Source: an optimization exercise on an open RTL-to-GDS flow (aim: small area, a short achievable clock period and few clock cycles). Production flows keep margins and buffers that such runs may drop. In this exercise RTL edits were held to simulation tests only and were not proved equivalent to the original. Power figures rest on the tool's default switching activity, not on a simulated workload.

==> flow/design.v (outline; a module is shown in full before it is edited, if it fits) <==
// module feng_fa: 4 lines
// module feng_xnor: 3 lines
// module feng_or: 3 lines
// module feng_sqacc: 1927 lines
// module feng_cexp: 3 lines
// module feng_regress: 568 lines
module feng_regress (
    input  wire        clk,
    input  wire        rst,           
    input  wire [1:0]  cfg_method,    
    input  wire [3:0]  cfg_prescale,  
    input  wire        in_valid,
    output wire        in_ready,
    input  wire        in_close,      
    input  wire [47:0] in_stamp,      
    input  wire        in_missed,     
    output reg         out_valid,
    output wire [24:0] out_n,
    output wire [63:0] out_period,    
    output wire [87:0] out_freq,      
    output wire [51:0] out_spread,    
    output wire [63:0] out_min,       
    output wire [63:0] out_max,       
    output reg         out_fallback,
    output reg         out_nosignal,
    output reg         out_lost
);
  // ...
==> flow/flow/run.sh <==
#!/bin/bash
set -euo pipefail
MARGIN=$(awk -v p="${FLOW_PERIOD_NS:-25}" 'BEGIN { printf "%.2f", p - 6.6 }')
bash standard.sh synth > synth.log 2>&1
bash standard.sh SETUP_SLACK_MARGIN="$MARGIN" MATCH_CELL_FOOTPRINT=0 finish > layout.log 2>&1
==> flow/standard.sh <==
#!/bin/bash
# synth_recipe.tcl (not shown) runs the flow's synth.tcl, then flattens the netlist and writes it again
# the make line also repeats each setting of config.mk as NAME=value (left out here)
make -C /OpenROAD-flow-scripts/flow DESIGN_CONFIG=/design/flow/config.mk WORK_HOME=/design/flow/orfs CLKGATE_MAP_FILE= SYNTH_SCRIPT=/design/flow/synth_recipe.tcl "${@:-finish}"
==> flow/config.mk <==
export PLATFORM = sky130hd
export DESIGN_NAME = feng_regress
export DESIGN_NICKNAME = feng_regress
export VERILOG_FILES = /design/flow/design.v
export SDC_FILE = /design/flow/constraint.sdc
export NUM_CORES = 8
export LEC_CHECK = 0
export CAP_MARGIN = 20
export CORE_MARGIN = 2
export CORE_UTILIZATION = 55
export PLACE_DENSITY = 0.65
export SLEW_MARGIN = 20
export SYNTH_HIERARCHICAL = 1
export SYNTH_MINIMUM_KEEP_SIZE = 0
==> flow/constraint.sdc <==
create_clock -name core_clock -period 25.0 [get_ports {clk}]
set_input_delay 5.0000 -clock core_clock [delete_from_list [all_inputs] [get_ports {clk}]]
set_output_delay 5.0000 -clock core_clock [all_outputs]
set_load 0.01 [all_outputs]
==> notes.md, run 1 <==
worst reg2reg path depth 14; launch point of the worst reg-to-reg path cnt[0]; met2 Track Usage GR 69.4%; met3 WL post-DR 106 mm; crit path max fanout 46; Seq/Total Area, Yosys 27.2%; # resized after CTS 1066; synthesized netlist cell count 14657; EDFF count, synth 700; wire length of the first global-routing pass 976 mm; post-synth cell types 105; mux contribution to synthesized area 6.23%; die width 532 um; status timing/DRC/antenna clean; Top power group combinational logic; Reg with most FFs L; cts hold-fix bufs 0; largest net degree at the start of global routing 102; clock share of power 20.0%; Routed Antenna Nets 0; Max Buffers Root-to-Sink 4; cell area after synthesis 153000 um2; Crit. End Element flop; largest family of logic cells by synthesized area adder cells; grt peak-use layer met2; initial antenna violation count 103; largest area contributor in the netlist fa_1; multi-input combinational area share 59.6%; RSZ-0062 raised after global routing true; storage element area 42200 um2
Testbench counts, summed over its fixed seeds: cycles 372,675.
==> module feng_regress, before the edit <==
module feng_regress (
    input  wire        clk,
    input  wire        rst,           
    input  wire [1:0]  cfg_method,    
    input  wire [3:0]  cfg_prescale,  
    input  wire        in_valid,
    output wire        in_ready,
    input  wire        in_close,      
    input  wire [47:0] in_stamp,      
    input  wire        in_missed,     
    output reg         out_valid,
    output wire [24:0] out_n,
    output wire [63:0] out_period,    
    output wire [87:0] out_freq,      
    output wire [51:0] out_spread,    
    output wire [63:0] out_min,       
    output wire [63:0] out_max,       
    output reg         out_fallback,
    output reg         out_nosignal,
    output reg         out_lost
);
    reg         rdy;
    reg         e0, c0;
    reg  [42:0] st0;
    reg         m0;
    reg  [1:0]  meth0;
    reg  [3:0]  ps0;
    assign in_ready = rdy;
    wire acc_in    = in_valid & rdy;
    wire close_acc = acc_in & in_close;
    always @(posedge clk) begin
        st0 <= in_stamp[42:0];
        m0  <= in_missed;
        if (close_acc) begin
            meth0 <= cfg_method;
            ps0   <= cfg_prescale;
        end
        if (rst) begin
            e0 <= 1'b0;
            c0 <= 1'b0;
        end else begin
            e0 <= acc_in & ~in_close;
            c0 <= close_acc;
        end
    end
    reg         empty;        
    reg  [42:0] t0, tp;       
    reg  [42:0] u1, d1;
    reg         e1, f1, c1, m1;
    reg         c2p;          
    wire        cu_idle, cu_idle_next, snap;
    wire        up_now = (c0 | ((c1 | c2p) & ~snap)) & cu_idle_next;
    wire [42:0] u_new  = (e0 ? st0 : tp) - t0;
    wire [42:0] d_new  = st0 - tp;
    always @(posedge clk) begin
        f1 <= e0 & empty;
        m1 <= m0;
        u1 <= ((e0 & ~empty) | (~e0 & up_now)) ? u_new : 43'd0;
        d1 <= (e0 & ~empty) ? d_new : 43'd0;
        if (e0) begin
            tp <= st0;
            if (empty) t0 <= st0;
        end
        if (rst) begin
            empty <= 1'b1;
            e1    <= 1'b0;
            c1    <= 1'b0;
        end else begin
            e1 <= e0;
            c1 <= c0;
            if (e0)      empty <= 1'b0;
            else if (c0) empty <= 1'b1;
        end
    end
    reg  [24:0]  n_acc;
    reg  [66:0]  su;          
    reg  [90:0]  sw;          
    localparam integer NC = 25;    
    reg  [109:0] suu;         
    reg  [NC-1:0] suu_c;
    reg  [109:0] sdd;         
    reg  [NC-1:0] sdd_c;
    reg  [10:0]  sw_c;        
    reg  [42:0]  dmin, dmax;
    reg          missed;
    reg    rst_q;             
    assign snap = (c1 | c2p) & cu_idle;
    wire   clr  = rst_q | snap;
    wire [109:0] suu_n, sdd_n;
    wire [NC-1:0] suu_cn, sdd_cn;
    wire [90:0]  sw_n;
    wire [90:0]  sw_co_r;
    genvar gi;
    generate
        for (gi = 0; gi < 91; gi = gi + 1) begin : g_sw
            wire ci = (gi % 8 != 0) ? sw_co_r[gi - 1] : ((gi == 0) ? 1'b0 : sw_c[gi / 8 - 1]);
            wire co;
            feng_fa u_fa (.a(sw[gi]), .b((gi < 67) ? su[gi] : 1'b0), .c(ci), .s(sw_n[gi]), .co(co));
            assign sw_co_r[gi] = co;
        end
    endgenerate
    feng_sqacc u_squ (.x(u1), .accn(suu), .cinn(suu_c), .accn_n(suu_n), .coutn(suu_cn));
    feng_sqacc u_sqd (.x(d1), .accn(sdd), .cinn(sdd_c), .accn_n(sdd_n), .coutn(sdd_cn));
    always @(posedge clk) begin
        if (clr) begin
            n_acc  <= 25'd0;
            su     <= 67'd0;
            sw     <= 91'd0;
            suu    <= {110{1'b1}};
            suu_c  <= {NC{1'b1}};
            sdd    <= {110{1'b1}};
            sdd_c  <= {NC{1'b1}};
            sw_c   <= 11'd0;
            dmin   <= {43{1'b1}};
            dmax   <= 43'd0;
            missed <= 1'b0;
        end else begin
            n_acc  <= n_acc + {24'd0, e1};
            su     <= su + {24'd0, u1};
            if (e1) begin
                sw   <= sw_n;
                sw_c <= {sw_co_r[87], sw_co_r[79], sw_co_r[71], sw_co_r[63], sw_co_r[55],
                         sw_co_r[47], sw_co_r[39], sw_co_r[31], sw_co_r[23], sw_co_r[15],
                         sw_co_r[7]};
            end
            suu    <= suu_n;
            suu_c  <= suu_cn;
            sdd    <= sdd_n;
            sdd_c  <= sdd_cn;
            missed <= missed | (e1 & m1);
            if (e1 & ~f1) begin
                if (d1 < dmin) dmin <= d1;
                if (d1 > dmax) dmax <= d1;
            end
        end
        rst_q <= rst;
        if (rst) c2p <= 1'b0;
        else     c2p <= (c1 | c2p) & ~cu_idle;
    end
    always @(posedge clk) begin
        if (rst) rdy <= 1'b0;
        else     rdy <= ~(close_acc | ((c0 | c1 | c2p) & ~cu_idle));
    end
    localparam [6:0]
        P_IDLE = 7'd0,  P_DEC  = 7'd1,  P_NORM = 7'd62,
        P_CK1  = 7'd2,  P_CK1A = 7'd3,  P_CK1B = 7'd4,  P_CK1D = 7'd5,  P_CK1C = 7'd6,
        P_CK2  = 7'd7,  P_CK2A = 7'd8,  P_CK2B = 7'd9,  P_CK1M = 7'd63, P_CK2M = 7'd64,
        P_RV   = 7'd10, P_RV1  = 7'd11, P_RV2  = 7'd12, P_RV3  = 7'd13, P_RV5 = 7'd14, P_RV4 = 7'd15,
        P_RVM  = 7'd65,
        P_RE   = 7'd16, P_RE1  = 7'd17, P_RE2  = 7'd18,
        P_RNE  = 7'd19, P_RNE1 = 7'd20, P_RC   = 7'd21, P_RC2  = 7'd22, P_RC1  = 7'd23,
        P_R3A  = 7'd24, P_R3A1 = 7'd25, P_R3B  = 7'd26, P_R3B1 = 7'd27,
        P_R3M  = 7'd66, P_R3M2 = 7'd67,
        P_RA   = 7'd28, P_RQ   = 7'd29, P_RX0  = 7'd30, P_RX   = 7'd31,
        P_SQ   = 7'd32, P_RSP  = 7'd33, P_RSP1 = 7'd34,
        P_RP0  = 7'd35, P_RP   = 7'd36, P_SH   = 7'd37, P_RND  = 7'd38, P_RND1 = 7'd39,
        P_RF0  = 7'd40, P_RF   = 7'd41, P_DONE = 7'd42,
        P_FB   = 7'd43, P_FMM  = 7'd44, P_FMM1 = 7'd45, P_FBB  = 7'd46,
        P_FMMM = 7'd68, P_FMM2 = 7'd69, P_RV1C = 7'd70,
        P_FY0  = 7'd47, P_FY   = 7'd48, P_FDV  = 7'd49, P_FDV1 = 7'd50, P_FDV2 = 7'd51, P_FDV3 = 7'd52,
        P_FMN  = 7'd53, P_FMN1 = 7'd54, P_FMN2 = 7'd55,
        P_FMX  = 7'd56, P_FMX1 = 7'd57, P_FMX2 = 7'd58,
        P_FP   = 7'd59, P_FP1  = 7'd60, P_NS   = 7'd61;
    reg  [6:0]   ph, ph_n;
    reg  [7:0]   cnt, cnt_n;
    reg          sb, sb_n;    
    reg          ub, ub_n;    
    reg          sc;          
    reg          sbr;         
    reg  [24:0]  mq;          
    reg  [24:0]  nn;          
    reg  [4:0]   lz;          
    reg          fb;          
    reg  [24:0]  rn;          
    reg  [66:0]  ru;          
    reg  [93:0]  rw;          
    reg  [49:0]  re;          
    reg  [109:0] rd;          
    reg  [71:0]  rmax;        
    reg  [63:0]  rmin;        
    reg  [42:0]  rup;         
    reg  [NC-1:0] cu, cd;     
    reg  [10:0]  cw;          
    reg  [1:0]   meth;
    reg  [3:0]   ps;
    reg  [99:0]  H;
    reg  [133:0] L;
    assign cu_idle      = (ph == P_IDLE);
    assign cu_idle_next = (ph == P_IDLE) | (ph == P_DONE);
    assign out_n      = rn;
    assign out_period = ru[64:1];
    assign out_freq   = L[87:0];
    assign out_spread = rd[51:0];
    assign out_min    = rmin;
    assign out_max    = rmax[63:0];
    reg  [24:0] rm;                     
    wire [109:0] cu_x, cd_x;
    feng_cexp u_cxu (.cinn(cu), .c(cu_x));
    feng_cexp u_cxd (.cinn(cd), .c(cd_x));
    wire [109:0] cx    = (ph == P_FBB) ? cd_x : cu_x;
    wire [7:0]   cn1   = cnt + 8'd1;
    wire         la    = ~L[0];
    wire         cb    = (cnt < 8'd110) & cx[cnt[6:0]];
    wire         scn   = (la & cb) | (la & sc) | (cb & sc);
    wire         sbr_n = ~L[1] ^ ((cn1 < 8'd110) & cx[cn1[6:0]]) ^ scn;
    wire        ub_ra = (cn1 < 8'd67) & ru[cn1[6:0]];
    wire        ub_rq = (cn1 < 8'd94) & rw[cn1[6:0]];
    wire        ub_fb = (cn1 < 8'd43) & rup[cn1[5:0]];
    wire last24 = (cnt == 8'd24);
    wire [7:0] clz = {3'd0, lz};
    always @(*) begin
        ph_n  = ph;
        cnt_n = cnt;
        sb_n  = sb;
        ub_n  = ub;
        case (ph)
        P_IDLE: if (snap) ph_n = P_NORM;
        P_NORM: if (nn[24] || lz == 5'd24) ph_n = P_DEC;
        P_DEC: begin
            cnt_n = clz;
            if (meth == 2'd1 ? (rn < 25'd3) : (rn < 25'd2))
                ph_n = P_NS;
            else if (meth == 2'd2 || (meth != 2'd1 && (rn < 25'd16 || out_lost)))
                ph_n = P_FB;
            else if (meth == 2'd1)
                ph_n = P_RV;
            else
                ph_n = P_CK1;
        end
        P_CK1:  begin cnt_n = cnt + 8'd1; if (last24) ph_n = P_CK1M; end
        P_CK1M: ph_n = P_CK1A;
        P_CK1A: ph_n = P_CK1B;
        P_CK1B: ph_n = P_CK1D;
        P_CK1D: ph_n = P_CK1C;
        P_CK1C: begin cnt_n = clz; ph_n = hneg ? P_CK2 : P_FB; end
        P_CK2:  begin cnt_n = cnt + 8'd1; if (last24) ph_n = P_CK2M; end
        P_CK2M: ph_n = P_CK2A;
        P_CK2A: ph_n = P_CK2B;
        P_CK2B: begin cnt_n = clz; ph_n = hneg ? P_FB : P_RV; end
        P_RV:   begin cnt_n = cnt + 8'd1; if (last24) ph_n = P_RVM; end
        P_RVM:  ph_n = P_RV1;
        P_RV1:  ph_n = P_RV1C;
        P_RV1C: ph_n = P_RV2;
        P_RV2:  ph_n = P_RV3;
        P_RV3:  ph_n = P_RV5;
        P_RV5:  ph_n = P_RV4;
        P_RV4:  begin cnt_n = clz; ph_n = P_RE; end
        P_RE:   begin cnt_n = cnt + 8'd1; if (last24) ph_n = P_RE1; end
        P_RE1:  ph_n = P_RE2;
        P_RE2:  begin cnt_n = clz; ph_n = P_RNE; end
        P_RNE:  begin cnt_n = cnt + 8'd1; if (last24) ph_n = P_RNE1; end
        P_RNE1: ph_n = P_RC;
        P_RC:   ph_n = P_RC2;
        P_RC2:  ph_n = P_RC1;
        P_RC1:  begin cnt_n = clz; ph_n = P_R3A; end
        P_R3A:  begin cnt_n = cnt + 8'd1; if (last24) ph_n = P_R3M; end
        P_R3M:  ph_n = P_R3M2;
        P_R3M2: ph_n = P_R3A1;
        P_R3A1: begin cnt_n = clz; ph_n = P_R3B; end
        P_R3B:  begin cnt_n = cnt + 8'd1; if (last24) ph_n = P_R3B1; end
        P_R3B1: begin cnt_n = 8'd0; sb_n = 1'b1; ub_n = ru[0]; ph_n = P_RA; end
        P_RA: begin
            if (sb & ub) sb_n = 1'b0;
            else begin
                sb_n = 1'b1; ub_n = ub_ra; cnt_n = cnt + 8'd1;
                if (cnt == 8'd133) begin cnt_n = 8'd0; ub_n = rw[0]; ph_n = P_RQ; end
            end
        end
        P_RQ: begin
            if (sb & ub) sb_n = 1'b0;
            else begin
                sb_n = 1'b1; ub_n = ub_rq; cnt_n = cnt + 8'd1;
                if (cnt == 8'd133) begin cnt_n = 8'd0; ub_n = 1'b0; ph_n = P_RX0; end
            end
        end
        P_RX0:  begin cnt_n = cnt + 8'd1; if (cnt == 8'd23)  begin cnt_n = 8'd0; ph_n = P_RX; end end
        P_RX:   begin cnt_n = cnt + 8'd1; if (cnt == 8'd103) begin cnt_n = 8'd0; ph_n = P_SQ; end end
        P_SQ:   begin cnt_n = cnt + 8'd1; if (cnt == 8'd51)  begin cnt_n = 8'd0; ph_n = fb ? P_FDV : P_RSP; end end
        P_RSP:  ph_n = P_RSP1;
        P_RSP1: begin cnt_n = 8'd0; ph_n = P_RP0; end
        P_RP0:  begin cnt_n = cnt + 8'd1; if (cnt == 8'd17)  begin cnt_n = 8'd0; ph_n = P_RP; end end
        P_RP:   begin cnt_n = cnt + 8'd1; if (cnt == 8'd79)  begin cnt_n = 8'd0; ph_n = P_SH; end end
        P_SH:   if (cnt[3:0] == ps) ph_n = P_RND; else cnt_n = cnt + 8'd1;
        P_RND:  ph_n = P_RND1;
        P_RND1: begin cnt_n = 8'd0; ph_n = P_RF0; end
        P_RF0:  begin cnt_n = cnt + 8'd1; if (cnt == 8'd1)   begin cnt_n = 8'd0; ph_n = P_RF; end end
        P_RF:   begin cnt_n = cnt + 8'd1; if (cnt == 8'd87)  ph_n = P_DONE; end
        P_DONE: ph_n = P_IDLE;
        P_FB:   begin cnt_n = clz; ph_n = (rn == 25'd2) ? P_FMN : P_FMM; end
        P_FMM:  begin cnt_n = cnt + 8'd1; if (last24) ph_n = P_FMMM; end
        P_FMMM: ph_n = P_FMM2;
        P_FMM2: ph_n = P_FMM1;
        P_FMM1: begin cnt_n = 8'd0; sb_n = 1'b1; ub_n = rup[0]; ph_n = P_FBB; end
        P_FBB: begin
            if (sb & ub) sb_n = 1'b0;
            else begin
                sb_n = 1'b1; ub_n = ub_fb; cnt_n = cnt + 8'd1;
                if (cnt == 8'd109) begin cnt_n = 8'd0; ub_n = 1'b0; ph_n = P_FY0; end
            end
        end
        P_FY0:  begin cnt_n = cnt + 8'd1; if (cnt == 8'd11)  begin cnt_n = 8'd0; ph_n = P_FY; end end
        P_FY:   begin cnt_n = cnt + 8'd1; if (cnt == 8'd103) begin cnt_n = 8'd0; ph_n = P_SQ; end end
        P_FDV:  begin cnt_n = 8'd0; ph_n = P_FDV1; end
        P_FDV1: if (cnt[3:0] == ps) ph_n = P_FDV2; else cnt_n = cnt + 8'd1;
        P_FDV2: ph_n = P_FDV3;
        P_FDV3: ph_n = P_FMN;
        P_FMN:  begin cnt_n = {4'd0, ps}; ph_n = P_FMN1; end
        P_FMN1: if (cnt == 8'd20) ph_n = P_FMN2; else cnt_n = cnt + 8'd1;
        P_FMN2: ph_n = P_FMX;
        P_FMX:  begin cnt_n = {4'd0, ps}; ph_n = P_FMX1; end
        P_FMX1: if (cnt == 8'd20) ph_n = P_FMX2; else cnt_n = cnt + 8'd1;
        P_FMX2: ph_n = P_FP;
        P_FP:   begin cnt_n = 8'd0; ph_n = P_FP1; end
        P_FP1:  begin cnt_n = cnt + 8'd1; if (cnt == 8'd63)  begin cnt_n = 8'd0; ph_n = P_SH; end end
        P_NS:   ph_n = P_DONE;
        default: ph_n = P_IDLE;
        endcase
    end
    localparam integer NB = 12;
    localparam integer B_U = 0, B_W = 1, B_E = 2, B_D = 3, B_MAX = 4, B_MIN = 5,
                       B_UP = 6, B_N = 7, B_M = 8, B_SQ = 9, B_LLO = 10, B_CW = 11;
    reg  [1:0]    ain_sel;    
    reg           divsh;      
    reg           sqtap;      
    reg  [NB-1:0] bsel;
    reg  [1:0]    bgm;        
    reg           divm;       
    reg           binv, cin;
    reg  [1:0]    hop;        
    reg  [1:0]    lop;        
    reg  [1:0]    d_ain;
    reg           d_divsh, d_sqtap, d_divm, d_binv, d_cin;
    reg  [NB-1:0] d_bsel;
    reg  [1:0]    d_bgm, d_hop, d_lop;
    always @(*) begin
        d_ain   = 2'd1;
        d_divsh = 1'b0;
        d_sqtap = 1'b0;
        d_bsel  = {NB{1'b0}};
        d_bgm   = 2'd0;
        d_divm  = 1'b0;
        d_binv  = 1'b0;
        d_cin   = 1'b0;
        d_hop   = 2'd0;
        d_lop   = 2'd0;
        case (ph_n)
            P_CK1: begin d_ain = 2'd2; d_bsel[B_MAX] = 1'b1; d_bgm = 2'd1; d_hop = 2'd1; end
            P_CK2: begin d_ain = 2'd2; d_bsel[B_MIN] = 1'b1; d_bgm = 2'd1; d_hop = 2'd1; end
            P_RV:  begin d_ain = 2'd2; d_bsel[B_U]   = 1'b1; d_bgm = 2'd1; d_hop = 2'd1; end
            P_RE:  begin d_ain = 2'd2; d_bsel[B_N]   = 1'b1; d_bgm = 2'd1; d_hop = 2'd1; end
            P_RNE, P_R3A:
                   begin d_ain = 2'd2; d_bsel[B_E]   = 1'b1; d_bgm = 2'd1; d_hop = 2'd1; end
            P_R3B: begin d_ain = 2'd2; d_bsel[B_D]   = 1'b1; d_bgm = 2'd1; d_hop = 2'd1; end
            P_FMM: begin d_ain = 2'd2; d_bsel[B_M]   = 1'b1; d_bgm = 2'd1; d_hop = 2'd1; end
            P_CK1M: begin d_bsel[B_MAX] = 1'b1; d_binv = 1'b1; d_cin = 1'b1; d_hop = 2'd1; end
            P_CK2M: begin d_bsel[B_MIN] = 1'b1; d_binv = 1'b1; d_cin = 1'b1; d_hop = 2'd1; end
            P_RVM:  begin d_bsel[B_U]   = 1'b1; d_binv = 1'b1; d_cin = 1'b1; d_hop = 2'd1; end
            P_R3M, P_R3M2:
                    begin d_bsel[B_E]   = 1'b1; d_binv = 1'b1; d_cin = 1'b1; d_hop = 2'd1; end
            P_FMMM, P_FMM2:
                    begin d_bsel[B_M]   = 1'b1; d_binv = 1'b1; d_cin = 1'b1; d_hop = 2'd1; end
            P_CK1A: begin d_ain = 2'd2; d_bsel[B_UP] = 1'b1; d_binv = 1'b1; d_hop = 2'd1; end
            P_CK1B, P_CK1D:
                    begin d_bsel[B_UP] = 1'b1; d_binv = 1'b1; d_cin = 1'b1; d_hop = 2'd1; end
            P_CK2A: begin d_ain = 2'd2; d_bsel[B_UP] = 1'b1; d_binv = 1'b1; d_cin = 1'b1; d_hop = 2'd1; end
            P_RV1:  begin d_bsel[B_W] = 1'b1; d_binv = 1'b1; d_cin = 1'b1; d_hop = 2'd1; end
            P_RV1C: begin d_bsel[B_CW] = 1'b1; d_binv = 1'b1; d_cin = 1'b1; d_hop = 2'd1; end
            P_RV3, P_RV5:
                    begin d_bsel[B_W] = 1'b1; d_hop = 2'd1; end
            P_RE1:  begin d_binv = 1'b1; d_hop = 2'd1; end
            P_RNE1: begin d_ain = 2'd0; d_bsel[B_E] = 1'b1; d_hop = 2'd1; end
            P_RC, P_RC2:
                    begin d_bsel[B_E] = 1'b1; d_hop = 2'd1; end
            P_RA: begin
                if (sb_n & ub_n) begin d_bsel[B_U] = 1'b1; d_binv = 1'b1; d_cin = 1'b1; d_hop = 2'd1; end
                else             begin d_bsel[B_N] = 1'b1; d_bgm = 2'd2; d_hop = 2'd2; d_lop = 2'd1; end
            end
            P_RQ: begin
                if (sb_n & ub_n) begin d_bsel[B_W] = 1'b1; d_binv = 1'b1; d_cin = 1'b1; d_hop = 2'd1; end
                else             begin d_bsel[B_E] = 1'b1; d_bgm = 2'd3; d_hop = 2'd2; d_lop = 2'd1; end
            end
            P_FBB: begin
                if (sb_n & ub_n) begin d_bsel[B_UP] = 1'b1; d_binv = 1'b1; d_cin = 1'b1; d_hop = 2'd1; end
                else             begin d_bsel[B_M]  = 1'b1; d_bgm = 2'd2; d_hop = 2'd2; d_lop = 2'd1; end
            end
            P_RX0, P_RP0, P_FY0, P_RF0: begin d_ain = 2'd3; d_hop = 2'd1; d_lop = 2'd3; end
            P_RX:  begin d_ain = 2'd2; d_divsh = 1'b1; d_bsel[B_D]   = 1'b1; d_divm = 1'b1; d_hop = 2'd1; d_lop = 2'd2; end
            P_RP:  begin d_ain = 2'd2; d_divsh = 1'b1; d_bsel[B_MAX] = 1'b1; d_divm = 1'b1; d_hop = 2'd1; d_lop = 2'd2; end
            P_RF:  begin d_ain = 2'd2; d_divsh = 1'b1; d_bsel[B_U]   = 1'b1; d_divm = 1'b1; d_hop = 2'd1; d_lop = 2'd2; end
            P_FY:  begin d_ain = 2'd2; d_divsh = 1'b1; d_bsel[B_E]   = 1'b1; d_divm = 1'b1; d_hop = 2'd1; d_lop = 2'd2; end
            P_FP1: begin d_ain = 2'd2; d_divsh = 1'b1; d_bsel[B_M]   = 1'b1; d_divm = 1'b1; d_hop = 2'd1; d_lop = 2'd2; end
            P_SQ:  begin d_ain = 2'd3; d_sqtap = 1'b1; d_bsel[B_SQ] = 1'b1; d_divm = 1'b1; d_hop = 2'd1; d_lop = 2'd3; end
            P_RSP: begin d_ain = 2'd0; d_bsel[B_U] = 1'b1; d_cin = 1'b1; d_hop = 2'd1; end
            P_SH:  if (cnt_n[3:0] != ps) begin d_hop = 2'd2; d_lop = 2'd1; end
            P_RND: begin d_ain = 2'd0; d_bsel[B_LLO] = 1'b1; d_cin = 1'b1; d_hop = 2'd1; end
            P_FDV:  begin d_ain = 2'd0; d_bsel[B_U] = 1'b1; d_hop = 2'd1; end
            P_FDV1: if (cnt_n[3:0] != ps) d_hop = 2'd2;
            P_FDV2: begin d_cin = 1'b1; d_hop = 2'd1; end
            P_FMN:  begin d_ain = 2'd0; d_bsel[B_MIN] = 1'b1; d_hop = 2'd1; end
            P_FMX:  begin d_ain = 2'd0; d_bsel[B_MAX] = 1'b1; d_hop = 2'd1; end
            P_FMN1, P_FMX1: if (cnt_n != 8'd20) begin d_ain = 2'd2; d_hop = 2'd1; end
            default: ;
        endcase
    end
    always @(posedge clk) begin
        ph      <= rst ? P_IDLE : ph_n;
        cnt     <= cnt_n;
        sb      <= sb_n;
        ub      <= ub_n;
        ain_sel <= d_ain;
        divsh   <= d_divsh;
        sqtap   <= d_sqtap;
        bsel    <= d_bsel;
        bgm     <= d_bgm;
        divm    <= d_divm;
        binv    <= d_binv;
        cin     <= d_cin;
        hop     <= d_hop;
        lop     <= d_lop;
    end
    wire        hneg = H[99];
    reg  [99:0] ain;
    always @(*) begin
        case (ain_sel)
            2'd0:    ain = 100'd0;
            2'd1:    ain = H;
            2'd2:    ain = {H[98:0], divsh & L[133]};
            default: ain = {H[97:0], sqtap ? L[103:102] : L[133:132]};
        endcase
    end
    wire [99:0] bsrc =
          ({100{bsel[B_U]}}   & {33'd0, ru})
        | ({100{bsel[B_W]}}   & {6'd0, rw})
        | ({100{bsel[B_E]}}   & {50'd0, re})
        | ({100{bsel[B_D]}}   & rd[99:0])
        | ({100{bsel[B_MAX]}} & {28'd0, rmax})
        | ({100{bsel[B_MIN]}} & {36'd0, rmin})
        | ({100{bsel[B_UP]}}  & {57'd0, rup})
        | ({100{bsel[B_N]}}   & {75'd0, rn})
        | ({100{bsel[B_M]}}   & {75'd0, rm})
        | ({100{bsel[B_SQ]}}  & {31'd0, ru, hneg, 1'b1})
        | ({100{bsel[B_LLO]}} & {35'd0, L[64:0]})
        | ({100{bsel[B_CW]}}  & cw2);
    wire [99:0] cw2 = {10'd0, cw[10], 7'd0, cw[9], 7'd0, cw[8], 7'd0, cw[7], 7'd0, cw[6], 7'd0,
                       cw[5], 7'd0, cw[4], 7'd0, cw[3], 7'd0, cw[2], 7'd0, cw[1], 7'd0, cw[0],
                       9'd0};
    reg         bgate;
    always @(*) begin
        case (bgm)
            2'd0:    bgate = 1'b1;
            2'd1:    bgate = mq[24];
            2'd2:    bgate = sbr;
            default: bgate = L[0];
        endcase
    end
    wire        inv = divm ? ~hneg : binv;
    wire        ci  = divm ? ~hneg : cin;
    wire [99:0] bop = bgate ? bsrc : 100'd0;
    wire [99:0] bx  = inv ? ~bop : bop;
    wire [99:0] sum = ain + bx + {99'd0, ci};
    wire        qb  = ~sum[99];
    always @(posedge clk) begin
        out_valid <= (ph == P_DONE) & ~rst;
        case (hop)
            2'd1:    H <= sum;
            2'd2:    H <= {sum[99], sum[99:1]};
            default: ;
        endcase
        case (lop)
            2'd1:    L <= {sum[0], L[133:1]};
            2'd2:    L <= {L[132:0], qb};
            2'd3:    L <= {L[131:0], 2'b00};
            default: ;
        endcase
        mq <= {mq[23:0], 1'b0};
        begin
            case (ph)
            P_IDLE: if (snap) begin
                rn    <= n_acc;
                rm    <= n_acc - 25'd1;
                nn    <= n_acc;
                lz    <= 5'd0;
                ru    <= su;
                rw    <= {2'd0, sw, 1'b0};
                cw    <= sw_c;
                L     <= {{24{1'b1}}, suu};
                cu    <= suu_c;
                rd    <= sdd;
                cd    <= sdd_c;
                rmin  <= {21'd0, dmin};
                rmax  <= {29'd0, dmax};
                rup   <= u1;
                meth  <= meth0;
                ps    <= ps0;
                out_lost <= missed;
            end
            P_NORM: if (!(nn[24] || lz == 5'd24)) begin
                nn <= {nn[23:0], 1'b0};
                lz <= lz + 5'd1;
            end
            P_DEC:  begin H <= 100'd0; mq <= nn; end
            P_CK1C: begin H <= 100'd0; mq <= nn; end
            P_CK2B: begin H <= 100'd0; mq <= nn; end
            P_RV2:  rw <= H[93:0];
            P_RV4:  begin rw <= H[93:0]; H <= 100'd0; mq <= nn; end
            P_RE2:  begin re <= H[49:0]; H <= 100'd0; mq <= nn; end
            P_RNE1: rmax <= H[71:0];
            P_RC1:  begin re <= H[49:0]; H <= 100'd0; mq <= nn; end
            P_R3A1: begin rd <= {10'd0, H}; H <= 100'd0; mq <= nn; end
            P_R3B1: begin rd <= {10'd0, H}; H <= 100'd0; sc <= 1'b0; sbr <= ~L[0]; end
            P_RA, P_FBB: if (!(sb & ub)) begin sc <= scn; sbr <= sbr_n; end
            P_RX:   if (cnt == 8'd103) begin H <= 100'd0; ru <= 67'd0; end
            P_FY:   if (cnt == 8'd103) begin H <= 100'd0; ru <= 67'd0; end
            P_SQ:   ru <= {ru[65:0], qb};
            P_RSP1: begin
                rd <= {58'd0, H[52:1]};
                L  <= {rw, 40'd0};
                H  <= 100'd0;
            end
            P_RND1: begin
                ru <= {2'd0, H[64:1], 1'b0};
                L  <= {21'd1953125, 7'd0, H[64:1], 42'd0};
                H  <= 100'd0;
            end
            P_RF: if (cnt == 8'd87 && !fb) begin
                rmin <= 64'd0;
                rmax <= 72'd0;
            end
            P_FB: begin
                H <= 100'd0; mq <= nn;
                if (rn == 25'd2) rd <= 110'd0;
            end
            P_FMM1: begin
                re <= H[49:0];
                L  <= {24'd0, rd};    
                H  <= 100'd0;
                sc <= 1'b0; sbr <= ~rd[0];
            end
            P_FDV3: rd <= {58'd0, H[52:1]};
            P_FMN2: rmin <= H[63:0];
            P_FMX2: rmax <= {8'd0, H[63:0]};
            P_FP: begin
                L <= {rup, 91'd0};
                H <= 100'd0;
            end
            P_NS: begin
                ru   <= 67'd0;
                L    <= 134'd0;
                rd   <= 110'd0;
                rmin <= 64'd0;
                rmax <= 72'd0;
            end
            default: ;
            endcase
        end
    end
    always @(posedge clk) begin
        if (ph == P_DEC) begin
            out_fallback <= 1'b0;
            out_nosignal <= (meth == 2'd1) ? (rn < 25'd3) : (rn < 25'd2);
            fb           <= 1'b0;
        end
        if (ph == P_FB) begin
            out_fallback <= 1'b1;
            fb           <= 1'b1;
        end
    end
endmodule
==> run 2: changes to the inputs <==
--- a/flow/design.v
+++ b/flow/design.v
@@ -1935,8 +1935,37 @@
     assign accn_n = {w2025, w2023, w2021, w2019, w2017, w2015, w2013, w2011, w2009, w2007, w2005, w2003, w2001, w1999, w1997, w1995, w1993, w1991, w1989, w1987, w1985, w1983, w1981, w1979, w1977, w1975, w1973, w1971, w1969, w1967, w1965, w1963, w1961, w1959, w1957, w1955, w1953, w1951, w1949, w1947, w1945, w1943, w1941, w1939, w1937, w1935, w1933, w1931, w1929, w1927, w1925, w1923, w1921, w1919, w1917, w1915, w1913, w1911, w1909, w1907, w1905, w1903, w1901, w1899, w1897, w1895, w1893, w1891, w1889, w1887, w1885, w1883, w1881, w1879, w1877, w1875, w1873, w1871, w1869, w1867, w1865, w1863, w1861, w1859, w1857, w1855, w1853, w1851, w1849, w1847, w1845, w1843, w1841, w1839, w1837, w1835, w1833, w1831, w1829, w1827, w1825, w1823, w1821, w1819, w1817, w1815, w1813, w1811, w1809, w1807};
     assign coutn = {w2018, w1980, w1966, w1956, w1948, w1940, w1934, w1928, w1922, w1916, w1912, w1908, w1904, w1900, w1896, w1892, w1888, w1882, w1876, w1870, w1864, w1856, w1848, w1840, w1828};
 endmodule
-module feng_cexp (input wire [24:0] cinn, output wire [109:0] c);
-    assign c = {1'b0, 1'b0, 1'b0, ~cinn[24], 1'b0, 1'b0, 1'b0, 1'b0, 1'b0, 1'b0, 1'b0, 1'b0, 1'b0, 1'b0, 1'b0, 1'b0, 1'b0, 1'b0, 1'b0, 1'b0, 1'b0, 1'b0, ~cinn[23], 1'b0, 1'b0, 1'b0, 1'b0, 1'b0, 1'b0, ~cinn[22], 1'b0, 1'b0, 1'b0, 1'b0, ~cinn[21], 1'b0, 1'b0, 1'b0, ~cinn[20], 1'b0, 1'b0, 1'b0, ~cinn[19], 1'b0, 1'b0, ~cinn[18], 1'b0, 1'b0, ~cinn[17], 1'b0, 1'b0, ~cinn[16], 1'b0, 1'b0, ~cinn[15], 1'b0, ~cinn[14], 1'b0, ~cinn[13], 1'b0, ~cinn[12], 1'b0, ~cinn[11], 1'b0, ~cinn[10], 1'b0, ~cinn[9], 1'b0, ~cinn[8], 1'b0, 1'b0, ~cinn[7], 1'b0, 1'b0, ~cinn[6], 1'b0, 1'b0, ~cinn[5], 1'b0, 1'b0, ~cinn[4], 1'b0, 1'b0, 1'b0, ~cinn[3], 1'b0, 1'b0, 1'b0, ~cinn[2], 1'b0, 1'b0, 1'b0, ~cinn[1], 1'b0, 1'b0, 1'b0, 1'b0, 1'b0, ~cinn[0], 1'b0, 1'b0, 1'b0, 1'b0, 1'b0, 1'b0, 1'b0, 1'b0, 1'b0, 1'b0, 1'b0};
+module feng_cbit (input wire [24:0] cinn, input wire [7:0] j, output reg c);
+    always @(*) begin
+        case (j)
+            8'd11: c = ~cinn[0];
+            8'd17: c = ~cinn[1];
+            8'd21: c = ~cinn[2];
+            8'd25: c = ~cinn[3];
+            8'd29: c = ~cinn[4];
+            8'd32: c = ~cinn[5];
+            8'd35: c = ~cinn[6];
+            8'd38: c = ~cinn[7];
+            8'd41: c = ~cinn[8];
+            8'd43: c = ~cinn[9];
+            8'd45: c = ~cinn[10];
+            8'd47: c = ~cinn[11];
+            8'd49: c = ~cinn[12];
+            8'd51: c = ~cinn[13];
+            8'd53: c = ~cinn[14];
+            8'd55: c = ~cinn[15];
+            8'd58: c = ~cinn[16];
+            8'd61: c = ~cinn[17];
+            8'd64: c = ~cinn[18];
+            8'd67: c = ~cinn[19];
+            8'd71: c = ~cinn[20];
+            8'd75: c = ~cinn[21];
+            8'd80: c = ~cinn[22];
+            8'd87: c = ~cinn[23];
+            8'd106: c = ~cinn[24];
+            default: c = 1'b0;
+        endcase
+    end
 endmodule
 module feng_regress (
     input  wire        clk,
@@ -2082,7 +2111,7 @@
         else     rdy <= ~(close_acc | ((c0 | c1 | c2p) & ~cu_idle));
     end
     localparam [6:0]
-        P_IDLE = 7'd0,  P_DEC  = 7'd1,  P_NORM = 7'd62,
+        P_IDLE = 7'd0,  P_DEC  = 7'd1,
         P_CK1  = 7'd2,  P_CK1A = 7'd3,  P_CK1B = 7'd4,  P_CK1D = 7'd5,  P_CK1C = 7'd6,
         P_CK2  = 7'd7,  P_CK2A = 7'd8,  P_CK2B = 7'd9,  P_CK1M = 7'd63, P_CK2M = 7'd64,
         P_RV   = 7'd10, P_RV1  = 7'd11, P_RV2  = 7'd12, P_RV3  = 7'd13, P_RV5 = 7'd14, P_RV4 = 7'd15,
@@ -2107,9 +2136,7 @@
     reg          ub, ub_n;    
     reg          sc;          
     reg          sbr;         
-    reg  [24:0]  mq;          
-    reg  [24:0]  nn;          
-    reg  [4:0]   lz;          
+    reg          nb;          
     reg          fb;          
     reg  [24:0]  rn;          
     reg  [66:0]  ru;          
@@ -2134,19 +2161,25 @@
     assign out_min    = rmin;
     assign out_max    = rmax[63:0];
     reg  [24:0] rm;                     
-    wire [109:0] cu_x, cd_x;
-    feng_cexp u_cxu (.cinn(cu), .c(cu_x));
-    feng_cexp u_cxd (.cinn(cd), .c(cd_x));
-    wire [109:0] cx    = (ph == P_FBB) ? cd_x : cu_x;
+    wire [NC-1:0] cx   = (ph == P_FBB) ? cd : cu;
     wire [7:0]   cn1   = cnt + 8'd1;
+    wire         cb, cb1;
+    feng_cbit u_cb0 (.cinn(cx), .j(cnt), .c(cb));
+    feng_cbit u_cb1 (.cinn(cx), .j(cn1), .c(cb1));
     wire         la    = ~L[0];
-    wire         cb    = (cnt < 8'd110) & cx[cnt[6:0]];
     wire         scn   = (la & cb) | (la & sc) | (cb & sc);
-    wire         sbr_n = ~L[1] ^ ((cn1 < 8'd110) & cx[cn1[6:0]]) ^ scn;
+    wire         sbr_n = ~L[1] ^ cb1 ^ scn;
     wire        ub_ra = (cn1 < 8'd67) & ru[cn1[6:0]];
     wire        ub_rq = (cn1 < 8'd94) & rw[cn1[6:0]];
     wire        ub_fb = (cn1 < 8'd43) & rup[cn1[5:0]];
     wire last24 = (cnt == 8'd24);
+    reg  [4:0] lz;
+    integer    li;
+    always @(*) begin
+        lz = 5'd24;
+        for (li = 0; li < 25; li = li + 1)
+            if (rn[li]) lz = 5'd24 - li[4:0];
+    end
     wire [7:0] clz = {3'd0, lz};
     always @(*) begin
         ph_n  = ph;
@@ -2154,8 +2187,7 @@
         sb_n  = sb;
         ub_n  = ub;
         case (ph)
-        P_IDLE: if (snap) ph_n = P_NORM;
-        P_NORM: if (nn[24] || lz == 5'd24) ph_n = P_DEC;
+        P_IDLE: if (snap) ph_n = P_DEC;
         P_DEC: begin
             cnt_n = clz;
             if (meth == 2'd1 ? (rn < 25'd3) : (rn < 25'd2))
@@ -2388,7 +2420,7 @@
     always @(*) begin
         case (bgm)
             2'd0:    bgate = 1'b1;
-            2'd1:    bgate = mq[24];
+            2'd1:    bgate = nb;
             2'd2:    bgate = sbr;
             default: bgate = L[0];
         endcase
@@ -2412,14 +2444,12 @@
             2'd3:    L <= {L[131:0], 2'b00};
             default: ;
         endcase
-        mq <= {mq[23:0], 1'b0};
+        nb <= rn[5'd24 - cnt_n[4:0]];
         begin
             case (ph)
             P_IDLE: if (snap) begin
                 rn    <= n_acc;
                 rm    <= n_acc - 25'd1;
-                nn    <= n_acc;
-                lz    <= 5'd0;
                 ru    <= su;
                 rw    <= {2'd0, sw, 1'b0};
                 cw    <= sw_c;
@@ -2434,23 +2464,20 @@
                 ps    <= ps0;
                 out_lost <= missed;
             end
-            P_NORM: if (!(nn[24] || lz == 5'd24)) begin
-                nn <= {nn[23:0], 1'b0};
-                lz <= lz + 5'd1;
-            end
-            P_DEC:  begin H <= 100'd0; mq <= nn; end
-            P_CK1C: begin H <= 100'd0; mq <= nn; end
-            P_CK2B: begin H <= 100'd0; mq <= nn; end
+            P_DEC:  begin H <= 100'd0; end
+            P_CK1C: begin H <= 100'd0; end
+            P_CK2B: begin H <= 100'd0; end
             P_RV2:  rw <= H[93:0];
-            P_RV4:  begin rw <= H[93:0]; H <= 100'd0; mq <= nn; end
-            P_RE2:  begin re <= H[49:0]; H <= 100'd0; mq <= nn; end
+            P_RV4:  begin rw <= H[93:0]; H <= 100'd0; end
+            P_RE2:  begin re <= H[49:0]; H <= 100'd0; end
             P_RNE1: rmax <= H[71:0];
-            P_RC1:  begin re <= H[49:0]; H <= 100'd0; mq <= nn; end
-            P_R3A1: begin rd <= {10'd0, H}; H <= 100'd0; mq <= nn; end
+            P_RC1:  begin re <= H[49:0]; H <= 100'd0; end
+            P_R3A1: begin rd <= {10'd0, H}; H <= 100'd0; end
             P_R3B1: begin rd <= {10'd0, H}; H <= 100'd0; sc <= 1'b0; sbr <= ~L[0]; end
             P_RA, P_FBB: if (!(sb & ub)) begin sc <= scn; sbr <= sbr_n; end
-            P_RX:   if (cnt == 8'd103) begin H <= 100'd0; ru <= 67'd0; end
-            P_FY:   if (cnt == 8'd103) begin H <= 100'd0; ru <= 67'd0; end
+            P_RQ:   if (cnt == 8'd0 && sb) ru <= {2'd0, H[64:1], 1'b0};
+            P_RX:   if (cnt == 8'd103) H <= 100'd0;
+            P_FY:   if (cnt == 8'd103) H <= 100'd0;
             P_SQ:   ru <= {ru[65:0], qb};
             P_RSP1: begin
                 rd <= {58'd0, H[52:1]};
@@ -2462,13 +2489,14 @@
                 L  <= {21'd1953125, 7'd0, H[64:1], 42'd0};
                 H  <= 100'd0;
             end
-            P_RF: if (cnt == 8'd87 && !fb) begin
-                rmin <= 64'd0;
-                rmax <= 72'd0;
+            P_RF0: if (cnt == 8'd0 && !fb) begin
+                rmin <= H[63:0];
+                rmax <= {8'd0, H[63:0]};
             end
             P_FB: begin
-                H <= 100'd0; mq <= nn;
-                if (rn == 25'd2) rd <= 110'd0;
+                H  <= 100'd0;
+                ru <= {2'd0, H[64:1], 1'b0};
+                if (rn == 25'd2) rd <= {58'd0, H[52:1]};
             end
             P_FMM1: begin
                 re <= H[49:0];
@@ -2484,11 +2512,11 @@
                 H <= 100'd0;
             end
             P_NS: begin
-                ru   <= 67'd0;
-                L    <= 134'd0;
-                rd   <= 110'd0;
-                rmin <= 64'd0;
-                rmax <= 72'd0;
+                ru   <= {2'd0, H[64:1], 1'b0};
+                L    <= {21'd1953125, 7'd0, H[64:1], 42'd0};
+                rd   <= {58'd0, H[52:1]};
+                rmin <= H[63:0];
+                rmax <= {8'd0, H[63:0]};
             end
             default: ;
             endcase
==> run 2 against run 1 <==
  * Combinational power down 6.6%
  * Clock power about the same
  * Flip-flop and latch count down 54
  * Total power down 2.8%
  * Worst setup slack better by 0.13 ns
  * Hold slack better by 0.0068 ns
  * Synthesized cell count down 1.4%
  * Area after synthesis down 3.6%
  * Critical path depth down 13
  * Register-to-register slack better by 0.14 ns
  * Via count down 3.6%
  * Critical endpoint is now out_spread[8]
  * Largest cell class unchanged
  * Highest routed layer unchanged
==> notes.md, run 2 <==
crit start category flop; Die Y-Extent 522 um; crit path cell chain buf_2; cell area after synthesis 148000 um2 (-3.6%); Seq/Total Area, Yosys 27.3% (+0.078 points); Worst-Skew Late Latency 0.91 ns; EDFF count, synth 670 (-4.3%); HP Class flop to flop; area occupied by multi-input gates 94100 um2; cts hold-fix bufs 0 (unchanged); Worst path max stage delay 0.60 ns; Setup CP Type flop to output pin; wire length of the first global-routing pass 913 mm (-6.5%); num ports 421; dominant delay contributor by cell family on the critical path flip-flops; Layout fillers 22583; Initial Util 55.2%; largest area contributor in the netlist fa_1; Routed Antenna Nets 0 (unchanged); fin cells 17821; IO Port Bufs 415; Root Buffer clkbuf_16; hold path start m0; DP HPWL 468 mm; launch point of the worst reg-to-reg path bsel[5]; CP Buf/Inv Count 1; endpoints failing setup 0; Worst-path clk slew 0.06 ns; Seq cells post-synth 1682; Tot Pwr 15.3 mW; post-synth cell types 112 (+6.7%); CP Data Required Time 20.00 ns; vias in the first global route 120828; Async S/R FF share, synth 0%; P&R area growth vs syn 6.64%; Final GP Congestion 1.08; max reg flops 134; htree depth 4; Util after Layout 58.9%; ys flop type dfxtp_1; clock sinks 1682; # Max-Cap Violations 0; fin crit period 6.72 ns; Worst Setup SP rd[8]; Total Wirelength 651 mm; initial antenna violation count 99 (-3.9%); pwr dens 97.1 nW/um2; synthesized netlist cell count 14459 (-1.4%); Yosys warning count 8; Final Hold Vio Count 0; share of cells above drive strength 1 12.5%; setup TNS 0 ns; worst path arrival time 1.72 ns; Reg with most FFs L; core area 268000 um2; Crit. End Element output pin; count leader, synth nand2_1; largest cells by area after synthesis fa_1 (27%), dfxtp_1 (14%), edfxtp_1 (14%), nand2_1 (7.7%), mux4_2 (2.8%); RSZ-0062 raised after global routing true; placed instance count 17000; slew margin rel. 7.77%; Via density 6.87; Wirelength per Cell 36.5 um; syn avg cell area 10.2 um2; R2R setup slack 18.29 ns; largest net degree at the start of global routing 150 (+47%); status timing/DRC/antenna clean; number of nets in the layout 16372; Row Count 190; Fmax achieved 149 MHz; via count 122506; Total GRT Usage 47.3%; Die ar. 273000 um2; die width 522 um (-1.8%); worst-margin pin slew 1.38 ns; Iteration-0 DRC Markers 18947; CTS Buf Count 199; DRC errors left 0; Slew Limit Fails 0; highest-count cells in the layout ignoring fill and taps nand2_1 (3022), fa_1 (1986), dfxtp_1 (817); Detailed Routing Iterations Pass 1 11; peak supply drop 0.102 mV; crit path max fanout 3 (-93%); storage element area 40800 um2 (-3.2%); remaining global-route overflow 0; most common cell after layout, fill and taps aside nand2_1; skew final 0.0884 ns; most frequent cells after synthesis nand2_1 (3024), fa_1 (1986), dfxtp_1 (1012), edfxtp_1 (670), clkbuf_1 (614); Leakage 48.7 nW; CTS tree built; CP max stage cell edfxtp_1; Max Buffers Root-to-Sink 4 (unchanged); final worst path period share 26.9%; Yosys top cell area share 26.9%
run 2: worst paths after layout:
kind	endpoint	cells past startpoint
worst max-delay path	out_spread[8]	1
worst min-delay path	m1	0
worst max register to register	H[85]	19
worst min register to register	m1	0
run 2: worst reg2reg max path, cell delays in order, from the launching register on:
cell	delay [ns]
dfxtp_4	0.49
buf_4	0.36
a222oi_1	1.23
a31oi_1	0.22
xor2_1	0.22
ha_1	0.48
nand4_1	0.23
nor4_4	0.45
nand2_1	0.12
a2111oi_2	0.47
nor3_1	0.11
buf_4	0.19
o31ai_1	0.31
buf_4	0.21
a31oi_1	0.30
o211a_1	0.41
o21ai_0	0.25
xor2_1	0.12
a221oi_1	0.33
a211oi_1	0.08
run 2: cells by family (layout without fill, tap and decap cells):
kind of cell / after synthesis / count (layout) / synth area share (%)
multiplexers: 420 / 420 / 4.50
buffers and inverters: 2214 / 1900 / 9.42
AO/OA/AOI/OAI: 2410 / 2410 / 11.3
other: 1 / 125 / 0.00254
flip-flops: 1682 / 1682 / 27.3
XOR/XNOR: 527 / 527 / 3.13
adder cells (fa/ha/maj): 2306 / 2306 / 29.6
AND/OR/NAND/NOR: 4899 / 4899 / 14.7
run 2: what timing repair did:
action,CTS,global route
pin swaps,0,2
gates resized for setup,928,59
endpoints found under the setup margin,405,161
buffers inserted,317,37
run 2: layer usage:
metal	share of wire, %	vias to the layer above	global-route usage, %
met5	0.12	-	0
met4	9.1	56	34.6
met3	16	2400	21.3
met2	41	10080	65.8
met1	34	61791	57.7
li1	-	48179	-
run 2: metrics by stage:
step | hold WS, ns | area [um2] | worst slack, ns
after global routing | 0.350 | 157000 | 18.30
after global placement | 0.315 | 147000 | 17.26
after floorplan | 0.310 | 148000 | 18.50
final | 0.339 | 158000 | 18.28
after CTS | 0.340 | 157000 | 18.32
after detailed placement | 0.327 | 147000 | 17.21
run 2: cell type report:
cell class	instances	share of cell area, %
Multi-Input combinational cell	10587	59.7
Clock inverter	96	0.770
Clock buffer	267	3.61
Antenna cell	100	0.159
Tap cell	3552	2.82
Timing Repair Buffer	1023	5.83
Sequential cell	1682	25.9
Inverter	514	1.23
run 2: where the power goes:
group          total, mW  leakage [nW]  internal [mW]  switching [mW]
sequential          4.84          14.1           3.51            1.32
combinational       7.31          31.2           2.56            4.74
clock               3.17          3.39           1.86            1.31
total               15.3          48.7           7.93            7.37
run 2: per-module statistics from Yosys, one instance, submodules excluded:
module        cell area (um2)  copies in the design
feng_regress            91100                     1
feng_sqacc               7110                     2
feng_or                  6.26                   134
feng_fa                  20.0                  1981
feng_cbit                 414                     2
feng_xnor                8.76                   136
Testbench counts of run 2, summed over its fixed seeds: cycles 372,387.
==> run 3: changes to the inputs <==
==> flow/flow/run.sh (replaced) <==
#!/bin/bash
set -euo pipefail
MARGIN=$(awk -v p="${FLOW_PERIOD_NS:-25}" 'BEGIN { printf "%.2f", p - 6.5 }')
bash standard.sh synth > synth.log 2>&1
bash standard.sh SETUP_SLACK_MARGIN="$MARGIN" MATCH_CELL_FOOTPRINT=0 \
    "BUFFER_PORTS_ARGS=-buffer_cell sky130_fd_sc_hd__buf_4" finish > layout.log 2>&1
--- a/flow/config.mk
+++ b/flow/config.mk
@@ -7,8 +7,11 @@
 export LEC_CHECK = 0
 export CAP_MARGIN = 20
 export CORE_MARGIN = 2
-export CORE_UTILIZATION = 55
-export PLACE_DENSITY = 0.65
+export CORE_UTILIZATION = 60
+export CTS_BUF_LIST = sky130_fd_sc_hd__clkbuf_16
+export CTS_CLUSTER_DIAMETER = 200
+export CTS_CLUSTER_SIZE = 22
+export PLACE_DENSITY = 0.68
 export SLEW_MARGIN = 20
 export SYNTH_HIERARCHICAL = 1
 export SYNTH_MINIMUM_KEEP_SIZE = 0
==> run 3 against run 2 <==
  * Hold slack better by 0.010 ns
  * Register-to-register slack worse by 0.07 ns
  * Worst setup slack worse by 0.059 ns
  * Highest routed layer unchanged
  * Largest power group unchanged
  * Clock skew is 0.035 ns lower
  * Via count is 2.1% higher
  * Synthesized cell count stayed put
  * Total power is 7.8% lower
  * Flip-flop and latch count stayed put
  * Maximum frequency is 0.87% lower
  * Utilization is 3.4 points higher
  * Critical path depth is 15 higher
  * Still clean on timing, DRC and antenna
  * Sequential share of layout area is 0.79 points higher
==> notes.md, run 3 <==
status timing/DRC/antenna clean; most frequent cells after synthesis nand2_1 (3024), fa_1 (1986), dfxtp_1 (1012), edfxtp_1 (670), clkbuf_1 (614); via count 125022 (+2.1%); post-synth cell types 112 (unchanged); clock sinks 1682 (unchanged); vias in the first global route 120364 (-0.38%); largest area contributor in the netlist fa_1; worst-margin pin slew 1.47 ns (+0.0898 ns); IO Port Bufs 415 (unchanged); crit path max fanout 4 (+1); pwr dens 92.3 nW/um2 (-4.9%); Crit. End Element flop; EDFF count, synth 670 (unchanged); skew final 0.0532 ns (-0.0353 ns); Int Pwr 6.80 mW (-14%); # Max-Cap Violations 0 (unchanged); Layout fillers 19924 (-12%); R2R setup slack 18.22 ns (-0.07 ns); Logic pwr share 53.2% (+5.5 points); Seq cells post-synth 1682 (unchanged); Iteration-0 DRC Markers 22858 (+21%); cell area after synthesis 148000 um2 (unchanged); syn avg cell area 10.2 um2 (unchanged); Root Buffer clkbuf_16; htree depth 3 (-1); Routed Antenna Nets 0 (unchanged); Max Buffers Root-to-Sink 3 (-1); final instance area 153000 um2 (-3.0%); P&R area growth vs syn 3.41%; Total Wirelength 666 mm (+2.2%); Worst-Skew Late Latency 0.86 ns (-0.05 ns); highest-count cells in the layout ignoring fill and taps nand2_1 (3022), fa_1 (1986), dfxtp_1 (829); largest net degree at the start of global routing 121 (-19%); Total GRT Usage 52.4% (+5.1 points); fin crit period 6.78 ns (+0.0591 ns); Final GP Congestion 1.09 (+0.81%); CP Data Required Time 25.71 ns (+5.71 ns); synthesized netlist cell count 14459 (unchanged); Seq/Total Area, Yosys 27.3% (unchanged); Worst Setup EP H[74]; CTS tree built; Yosys top cell area share 26.9% (unchanged); Row Count 182 (-4.2%); slew margin rel. 1.78% (-6.0 points); DP HPWL 473 mm (+1.0%); Placed Area 146000 um2 (-1.0%); most common cell after layout, fill and taps aside nand2_1; Reg with most FFs L; Async S/R FF share, synth 0% (unchanged); ys flop type dfxtp_1; Fmax achieved 148 MHz (-0.87%); Reg power frac 34.6% (+3.0 points); initial antenna violation count 92 (-7.1%); Wirelength per Cell 38.6 um (+5.7%); core area 245000 um2 (-8.3%); wire length of the first global-routing pass 922 mm (+1.0%); Worst Setup SP rup[8]; Via density 7.25 (+5.5%); Setup CP Type flop to flop; Worst-path clk slew 0.11 ns (+0.05 ns); sw frac 51.8% (+3.7 points); Die Y-Extent 500 um (-4.2%); peak supply drop 0.127 mV (+24%); final worst path period share 27.1% (+0.24 points); RSZ-0062 raised after global routing true; setup TNS 0 ns (unchanged); HP Class flop to flop; remaining global-route overflow 0 (unchanged); cts hold-fix bufs 0 (unchanged); Die ar. 250000 um2 (-8.3%); Slew Limit Fails 0 (unchanged); worst reg2reg path depth 16 (-3); launch point of the worst reg-to-reg path rup[8]; Detailed Routing Iterations Pass 1 13 (+2); num ports 421 (unchanged); CTS Buf Count 87 (-56%); number of nets in the layout 16249 (-0.75%); worst path arrival time 7.49 ns (+5.77 ns); endpoints failing setup 0 (unchanged); Final Hold Vio Count 0 (unchanged); largest cells by area after synthesis fa_1 (27%), dfxtp_1 (14%), edfxtp_1 (14%), nand2_1 (7.7%), mux4_2 (2.8%); crit start category flop; Initial Util 60.2% (+5.0 points); DRC errors left 0 (unchanged); reg-to-reg critical path endpoint H[74]; Sw Pwr 7.32 mW (-0.74%); die width 500 um (-4.2%); Yosys warning count 8 (unchanged); max reg flops 134 (unchanged); clock share of power 12.2% (-8.5 points); count leader, synth nand2_1; Leakage 45.4 nW (-6.7%); share of cells above drive strength 1 12.4% (-0.091 points)
## run 3: cell counts after synthesis
No cell type changed its count.
## run 3: final cells by class
class	count	area (um2)	share of cell area, %
Sequential cell	1682	40800	26.7
Inverter	514	1940	1.27
Clock inverter	75	428	0.280
Timing Repair Buffer	1012	9180	6.01
Multi-Input combinational cell	10587	94200	61.6
Tap cell	3220	4030	2.63
Clock buffer	88	2200	1.44
Antenna cell	64	160	0.105
## run 3: worst min path at each step
stage | slack, ns | cells past startpoint | start | to
floorplan | 0.31 | 0 | m0 | m1
global placement | 0.31 | 0 | m0 | m1
detailed placement | 0.32 | 0 | m0 | m1
CTS | 0.35 | 0 | m0 | m1
global route | 0.35 | 0 | m0 | m1
finish | 0.35 | 0 | m0 | m1
## run 3: cell families after synthesis
family,count (synthesis),share of synthesized area [%]
AND/OR/NAND/NOR,4899,14.7
AO/OA/AOI/OAI,2410,11.3
adder cells (fa/ha/maj),2306,29.6
buffers and inverters,2214,9.42
flip-flops,1682,27.3
XOR/XNOR,527,3.13
multiplexers,420,4.50
other,1,0.00254
## run 3: through the flow
step,total power [mW],worst slack (ns),hold WS (ns),cells,utilization [%]
2_1_floorplan,8.58,18.60,0.310,14483,-
3_3_place_gp,11.3,17.39,0.313,16656,59.3
3_5_place_dp,11.4,17.34,0.319,16657,59.3
4_1_cts,13.5,18.37,0.350,17130,62.0
5_1_grt,14.3,18.36,0.354,17189,62.2
6_report,14.1,18.22,0.349,17242,62.3
## run 3: worst max-delay path, cell delays in order, from the launching register on
cell,delay (ns)
edfxtp_1,0.81
a221oi_1,0.99
a31oi_1,0.32
xor2_1,0.24
ha_1,0.31
a21oi_1,0.23
o21bai_1,0.12
nor3_1,0.78
nand2_1,0.21
a211oi_4,0.49
o31a_1,0.49
o31ai_2,0.14
a21boi_0,0.46
o21ai_1,0.23
mux2i_1,0.28
o21ai_0,0.17
a221oi_1,0.37
## run 3: what timing repair did
item,in CTS,in global routing
buffers inserted,310,47
resized for setup,403,38
pin swaps,1,1
endpoints found under the hold margin,0,0
setup endpoints to repair,392,253
## run 3: Yosys stat by module (local to each module, per instance)
| module | cells | cell area (um2) | copies in the design | flip-flops and latches |
|---|---|---|---|---|
| feng_fa | 1 | 20.0 | 1981 | 0 |
| feng_cbit | 56 | 414 | 2 | 0 |
| feng_sqacc | 1296 | 7110 | 2 | 0 |
| feng_or | 1 | 6.26 | 134 | 0 |
| feng_regress | 9504 | 91100 | 1 | 1682 |
| feng_xnor | 1 | 8.76 | 136 | 0 |
## run 3: power groups by stage
| stage | Combinational, mW | Sequential, mW | Clock [mW] |
|---|---|---|---|
| 4_1_cts | 7.03 | 4.72 | 1.70 |
| 3_5_place_dp | 6.45 | 4.94 | 0 |
| 2_1_floorplan | 4.74 | 3.85 | 0 |
| 6_report | 7.51 | 4.88 | 1.72 |
| 5_1_grt | 7.73 | 4.78 | 1.78 |
| 3_3_place_gp | 6.42 | 4.93 | 0 |
## run 3: per-layer routing
layer	GRT usage [%]	wire, um	vias to the layer above
li1	-	-	47744
met1	64.5	224000	62182
met2	70.8	262000	12210
met3	25.7	116000	2815
met4	38.2	63400	71
met5	0.926	1040	-

-- port drivers added, routing unchanged --
No port has a modelled driver above. Below, the same layouts with a new extraction and two added sets of constraints. Step 1 sets driving cells, clkbuf_16 on the clock port and buf_2 on the other inputs (assumed; they add their load-dependent delay and slew). Step 2 adds t to the input delays and takes it off the output delays; t is the mean of the earliest and latest rising clock arrival at the registers after step 1. Input paths then give back, and output paths get back, about the clock's delay inside the block. Three values: no drivers, after step 1, after step 2; two values: the first two.
run | shift t [ns] | setup slack, ns | worst register clock-pin slew, ns | cell pins on the clock port's net
run 1 | 1.018 | 18.149 / 18.131 / 18.149 | 0.07 / 0.07 | 1
run 2 | 0.980 | 18.281 / 18.167 / 18.289 | 0.07 / 0.07 | 1
run 3 | 0.932 | 18.222 / 18.213 / 18.222 | 0.12 / 0.12 | 1
After both steps every run listed still meets setup and hold.
